What follows belongs to an exercise in optimizing a design on an open flow for small area, a short achievable clock period and few clock cycles per item; a production flow would make more cautious choices. The RTL was checked by simulation tests, not by an equivalence proof against the original design.

Design aes128_core, start of the top module:
module aes128_core (
    input  wire         clk,
    input  wire         rst,         
    input  wire         in_valid,
    output wire         in_ready,
    input  wire [127:0] key,
    input  wire [127:0] block_in,
    output reg          out_valid,
    output wire [127:0] block_out
);
Settings: LEC_CHECK=0, ABC_AREA=1, CAP_MARGIN=20, CORE_MARGIN=2, CORE_UTILIZATION=45, PLACE_DENSITY=0.6, SLEW_MARGIN=20; clock period 10.0 ns.
standard.sh (not shown) runs the stock make flow with config.mk's settings and CLKGATE_MAP_FILE= SYNTH_SCRIPT=/design/flow/synth_recipe.tcl, a recipe that flattens the netlist after the stock synthesis.
==> flow/flow/run.sh <==
#!/bin/bash
# Layout flow: the standard flow (standard.sh) with three changes.
# - Synthesis is the standard synthesis script (synth_recipe.tcl, ORFS's
#   synth.tcl) except that ABC maps the logic with flow/abc_map_area.script,
#   an area-oriented mapping. Registers are mapped before ABC runs, so they
#   are the standard synthesis's, with the same names and cells.
# - The input and output port buffers are sky130_fd_sc_hd__buf_2 cells rather
#   than the delay buffer that buffer_ports picks by default. Every port still
#   gets its own buffer.
# - Timing repair aims for a setup slack of at least 6.4 ns at the design's
#   10 ns clock, so that the resizer speeds up the critical paths; the clock
#   and the constraints are the design's, unchanged.
set -euo pipefail
here=$(pwd)
# synth.tcl with the ABC script replaced right after the preamble sets it
sed "s#^source \$::env(SCRIPTS_DIR)/synth_preamble.tcl\$#&\nset abc_args [lreplace \$abc_args 1 1 $here/flow/abc_map_area.script]#" \
  "$FLOW_HOME/scripts/synth.tcl" > my_synth_body.tcl
grep -q "abc_map_area.script" my_synth_body.tcl
sed "s#^source \$::env(SCRIPTS_DIR)/synth.tcl\$#source $here/my_synth_body.tcl#" synth_recipe.tcl > my_synth.tcl
grep -q "my_synth_body.tcl" my_synth.tcl
sed "s#SYNTH_SCRIPT=[^ ]*#SYNTH_SCRIPT=$here/my_synth.tcl#" standard.sh > my_standard.sh
grep -q "my_synth.tcl" my_standard.sh
export BUFFER_PORTS_ARGS="-buffer_cell sky130_fd_sc_hd__buf_2"
export SETUP_SLACK_MARGIN=6.4
bash my_standard.sh > standard_flow.log 2>&1
==> flow/flow/abc_map_area.script <==
strash
dch
map -a
topo
stime -c
buffer -c
upsize -c
dnsize -c
Testbench counts at the start, summed over its fixed seeds: cycles 32,024, blocks 3,200.
Then changed:
--- a/flow/design.v
+++ b/flow/design.v
@@ -191,43 +191,42 @@
     reg  [127:0] k1;
     reg  [7:0]   rc1;
     reg          v1;          
     reg  [287:0] m2;
     reg  [71:0]  t2;
     reg  [127:0] k2;
     reg  [7:0]   rc2;
     reg          v2;
     reg  [127:0] res;
     reg          rdy;
     wire [127:0] sb = lin_state(m2);
-    wire [31:0]  tk = lin_word(t2);
-    wire [127:0] rk = k2 ^ {tk, tk, tk, tk};
+    wire [31:0]  w0 = k2[127:96] ^ lin_word(t2) ^ {rc2, 24'h000000};
+    wire [31:0]  w1 = k2[95:64]  ^ w0;
+    wire [31:0]  w2 = k2[63:32]  ^ w1;
+    wire [31:0]  w3 = k2[31:0]   ^ w2;
+    wire [127:0] rk = {w0, w1, w2, w3};
     wire         last = (rc2 == 8'h36);
     wire         free = !v2 || last;
-    wire [31:0]  rcw = {rc1, 24'h000000};
     assign in_ready  = rdy;
     assign block_out = res;
     always @(posedge clk) begin
-        m2  <= nl_state(shift_rows(s1 ^ k1));
+        m2  <= nl_state(shift_rows(s1));
         t2  <= nl_word({k1[23:0], k1[31:24]});
-        k2  <= {k1[127:96] ^ rcw,
-                k1[127:96] ^ k1[95:64] ^ rcw,
-                k1[127:96] ^ k1[95:64] ^ k1[63:32] ^ rcw,
-                k1[127:96] ^ k1[95:64] ^ k1[63:32] ^ k1[31:0] ^ rcw};
+        k2  <= k1;
         rc2 <= rc1;
         if (free) begin
-            s1  <= block_in;
+            s1  <= block_in ^ key;
             k1  <= key;
             rc1 <= 8'h01;
         end else begin
-            s1  <= mix_columns(sb);
+            s1  <= mix_columns(sb) ^ rk;
             k1  <= rk;
             rc1 <= xtime(rc2);
         end
         res <= sb ^ rk;
         if (rst) begin
             v1        <= 1'b0;
             v2        <= 1'b0;
             out_valid <= 1'b0;
             rdy       <= 1'b1;
         end else begin
             v2        <= v1;
The changed run finished with timing, DRC and antenna clean.
Non-clock buffer count fell by 173.
Routed wire length fell by 2.3%.
Synthesized cell count rose by 2.5%.
Worst hold slack degrades by 0.054 ns.
Global-route usage fell by 0.67 points.
Clock-buffer cell count fell by 11.
Via count fell by 1.4%.
Design area fell by 2.5%.
Utilization fell by 3.0 points.
Final cell count barely changes.
Setup slack improves by 0.11 ns.
Die area rose by 2.5%.
Testbench counts after the change, summed over its fixed seeds: cycles 32,024, blocks 3,200.

## re-timing with driven ports
In the flow no input, the clock included, has a driving cell. The finished layouts below were timed again as built, in two steps.
Step 1: set_driving_cell puts a clkbuf_16 on clk and a buf_2 on each other input, an assumption about the parent block.
Step 2 times the ports against the registers' clock, not the clock port: input delays grow and output delays shrink by t, the midpoint of the rising clock arrivals with the driver on.
a / b / c = ideal / step 1 / step 2; a / b = the first two.
run | shift t [ns] | slack for setup (ns) | worst hold slack (ns) | worst setup path at the end | latest minus earliest clock arrival (ns)
the first run | 0.760 | 6.397 / 6.397 / 6.397 | 0.374 / 0.374 / 0.374 | register to register | 0.029 / 0.029
the second run | 0.753 | 6.507 / 6.466 / 6.507 | 0.320 / 0.320 / 0.320 | register to register | 0.034 / 0.034
After both steps every run listed still meets setup and hold.
